This design comes from an exercise in tuning for small area, a short achievable clock period and few clock cycles per item on the open sky130 flow, not from production work. RTL that was checked went through simulation tests only; none was proved equivalent to the original.

==> flow/design.v (excerpt) <==
module bf_rescale (
    input  wire        clk,
    input  wire        rst,
    input  wire        start,
    input  wire [63:0] mask,
    input  wire [1:0]  rs_cap,
    output wire        ready,
    output reg         rd_en,
    output wire [5:0]  rd_addr,
    input  wire [31:0] rd_data,
    output reg         out_valid,
    output reg  [5:0]  out_idx,
    output reg  [12:0] out_i,
    output reg  [12:0] out_q,
    output reg         done,
    output wire [15:0] s_out,
    output wire [4:0]  exp_out,
    output wire        null_out
);
export LEC_CHECK = 0
export CAP_MARGIN = 20
export CORE_MARGIN = 2
export CORE_UTILIZATION = 40
export PLACE_DENSITY = 0.6
export SLEW_MARGIN = 20
create_clock -name core_clock -period 12.0 [get_ports {clk}]
standard.sh (not shown) runs the stock make flow with config.mk's settings and CLKGATE_MAP_FILE= SYNTH_SCRIPT=/design/flow/synth_recipe.tcl, a recipe that flattens the netlist after the stock synthesis.
==> flow/flow/run.sh <==
#!/bin/bash
# The standard layout, with the setup repair aiming for a margin below the clock period,
# plain buffers (not delay cells) on the ports and smaller clock buffers.
set -euo pipefail
bash standard.sh SETUP_SLACK_MARGIN=8 "BUFFER_PORTS_ARGS=-buffer_cell sky130_fd_sc_hd__buf_2" \
    "CTS_BUF_LIST=sky130_fd_sc_hd__clkbuf_4 sky130_fd_sc_hd__clkbuf_8" finish > standard_make.log 2>&1
The first run ran to the end with no violations.
Edit:
==> flow/flow/run.sh (replaced) <==
#!/bin/bash
# The standard layout, with the setup repair aiming for a margin below the clock period
# and plain buffers (not delay cells) on the ports.
set -euo pipefail
bash standard.sh SETUP_SLACK_MARGIN=8 "BUFFER_PORTS_ARGS=-buffer_cell sky130_fd_sc_hd__buf_2" finish > standard_make.log 2>&1
The changed run passed the timing, DRC and antenna checks; die area is unchanged; global-route usage decreases by 0.12 points; cell count decreases by 1.3%.
No functional check of the RTL was part of any run of this note.

== the previous run ==
Another version of the RTL of bf_rescale (not shown whole).
For scale: ~3300 cells after synthesis, ~350 flip-flops, ~170 I/O pins.
Settings: LEC_CHECK=0, CAP_MARGIN=20, CORE_MARGIN=2, CORE_UTILIZATION=40, PLACE_DENSITY=0.6, SLEW_MARGIN=20; clock period 12.0 ns.
run.sh (not shown) runs the stock make flow with config.mk's settings and CLKGATE_MAP_FILE= SYNTH_SCRIPT=/design/flow/synth_recipe.tcl, a recipe that flattens the netlist after the stock synthesis.
Stock flow here: none of the scripts above is used.
### the previous run -> the current run
==> flow/flow/run.sh (new file) <==
#!/bin/bash
# The standard layout, with the setup repair aiming for a margin below the clock period.
set -euo pipefail
bash standard.sh SETUP_SLACK_MARGIN=8 finish > standard_make.log 2>&1
==> flow/standard.sh (new file) <==
#!/bin/bash
# synth_recipe.tcl (not shown) runs the flow's synth.tcl, then flattens the netlist and writes it again
# the make line also repeats each setting of config.mk as NAME=value (left out here)
make -C /OpenROAD-flow-scripts/flow DESIGN_CONFIG=/design/flow/config.mk WORK_HOME=/design/flow/orfs CLKGATE_MAP_FILE= SYNTH_SCRIPT=/design/flow/synth_recipe.tcl "${@:-finish}"
removed: flow/run.sh
## What came out
The current run ended up with a higher fraction of met2 tracks used by global routing than the previous run did.
Diff the previous run -> the current run: cell area increased about 12%, first-pass GRT wire length now larger, fmax +about 20%, half-perimeter wire length after detailed placement increased by about 0.7% relative to the old numbers, via count moved up.
From the previous run to the current run the numbers moved as follows: combined area of the multi-input logic cells +about 11%, cell depth of the worst setup path dropped 1.
Function was not checked in any run of this note: the RTL went through the layout flow alone.

Setup of lane 1:
Another version of the RTL of bf_rescale (not shown whole).
For scale: about 170 I/O pins.
==> flow/config.mk <==
export PLATFORM = sky130hd
export DESIGN_NAME = bf_rescale
export DESIGN_NICKNAME = bf_rescale
export VERILOG_FILES = /design/flow/design.v
export SDC_FILE = /design/flow/constraint.sdc
export NUM_CORES = 4
export LEC_CHECK = 0
export CAP_MARGIN = 20
export CORE_MARGIN = 2
export CORE_UTILIZATION = 40
export PLACE_DENSITY = 0.6
export SLEW_MARGIN = 20
==> flow/constraint.sdc <==
create_clock -name core_clock -period 12.0 [get_ports {clk}]
set_input_delay 2.4000 -clock core_clock [delete_from_list [all_inputs] [get_ports {clk}]]
set_output_delay 2.4000 -clock core_clock [all_outputs]
set_load 0.01 [all_outputs]
standard.sh (not shown) runs the stock make flow with config.mk's settings and CLKGATE_MAP_FILE= SYNTH_SCRIPT=/design/flow/synth_recipe.tcl, a recipe that flattens the netlist after the stock synthesis.
==> flow/flow/run.sh <==
#!/bin/bash
# The standard layout (standard.sh, unchanged synthesis and steps) with three settings:
#  - the setup repair aims for a slack margin of 8.3 ns below the 12 ns clock, so that it
#    works on every path longer than 3.7 ns rather than only on paths over 12 ns;
#  - the port buffers are buf_2 rather than the default delay cell;
#  - clock tree clusters of at most 20 flip-flops within 100 um.
# Each tool's full output is in the ORFS logs under orfs/logs/; make's output is in
# standard_make.log beside this script's work folder.
set -euo pipefail
bash standard.sh SETUP_SLACK_MARGIN=8.3 CTS_CLUSTER_SIZE=25 CTS_CLUSTER_DIAMETER=100 CORE_UTILIZATION=55 PLACE_DENSITY=0.75 \
    "BUFFER_PORTS_ARGS=-buffer_cell sky130_fd_sc_hd__buf_2" finish > standard_make.log 2>&1
Lane 1 completed every stage of the flow, and the final layout passed the timing, DRC and antenna checks.
Testbench counts of lane 1, summed over its fixed seeds: cycles 43,495, items 384.
Changes in lane 2 relative to lane 1:
==> flow/flow/run.sh <==
#!/bin/bash
# The standard layout (standard.sh, unchanged synthesis and steps) with three settings:
#  - the setup repair aims for a slack margin of 8.3 ns below the 12 ns clock, so that it
#    works on every path longer than 3.7 ns rather than only on paths over 12 ns;
#  - the port buffers are buf_2 rather than the default delay cell;
#  - clock tree clusters of at most 25 flip-flops within 100 um.
# Each tool's full output is in the ORFS logs under orfs/logs/; make's output is in
# standard_make.log beside this script's work folder.
set -euo pipefail
bash standard.sh SETUP_SLACK_MARGIN=8.3 CTS_CLUSTER_SIZE=25 CTS_CLUSTER_DIAMETER=100 GPL_TIMING_DRIVEN=0 \
    "BUFFER_PORTS_ARGS=-buffer_cell sky130_fd_sc_hd__buf_2" finish > standard_make.log 2>&1
- Lane 2 went all the way through synthesis, placement and routing and the layout is clean on timing, DRC and antenna.
- Global router's overall resource usage: lane 2 vs lane 1 down 5.8 points
- The worst hold slack on lane 1 is in line with that on lane 2.
- Pre-CTS setup slack ends up lower on lane 2.
- Lane 2 against lane 1; total wire length is up by a few percent.

-- separate check: timing with driven ports --
In the flow no input, the clock included, has a driving cell. The finished layouts below were timed again as built, in two steps.
Step 1 sets driving cells, clkbuf_16 on the clock port and buf_2 on the other inputs (assumed; they add their load-dependent delay and slew).
Step 2 moves the port delays by t, midway between the first and last clock arrival at a register: inputs arrive t later, outputs are due t later. That takes back most of the time a late clock gives input paths.
Three values: ideal ports, drivers, drivers and shift; two values: the first two.
| run | shift t [ns] | setup slack, ns | worst setup path after step 2 | pins driven straight from the clock port |
|---|---|---|---|---|
| the first run of note 1 | 0.728 | 8.109 / 8.081 / 8.109 | register to register | 1 |
| the second run of note 1 | 0.673 | 8.121 / 8.121 / 8.121 | register to register | 1 |
| the previous run | 0.640 | 6.103 / 6.103 / 6.103 | register to register | 1 |
| the current run | 0.635 | 7.103 / 7.103 / 7.103 | register to register | 1 |
| lane 1 | 0.641 | 8.351 / 8.293 / 8.314 | input to register | 1 |
| lane 2 | 0.655 | 8.350 / 8.285 / 8.346 | input to register | 1 |
After both steps setup and hold are still met in every run listed. For lane 1, which loses most, drivers alone change the setup slack by -0.058 ns; drivers and shift together by -0.037 ns.
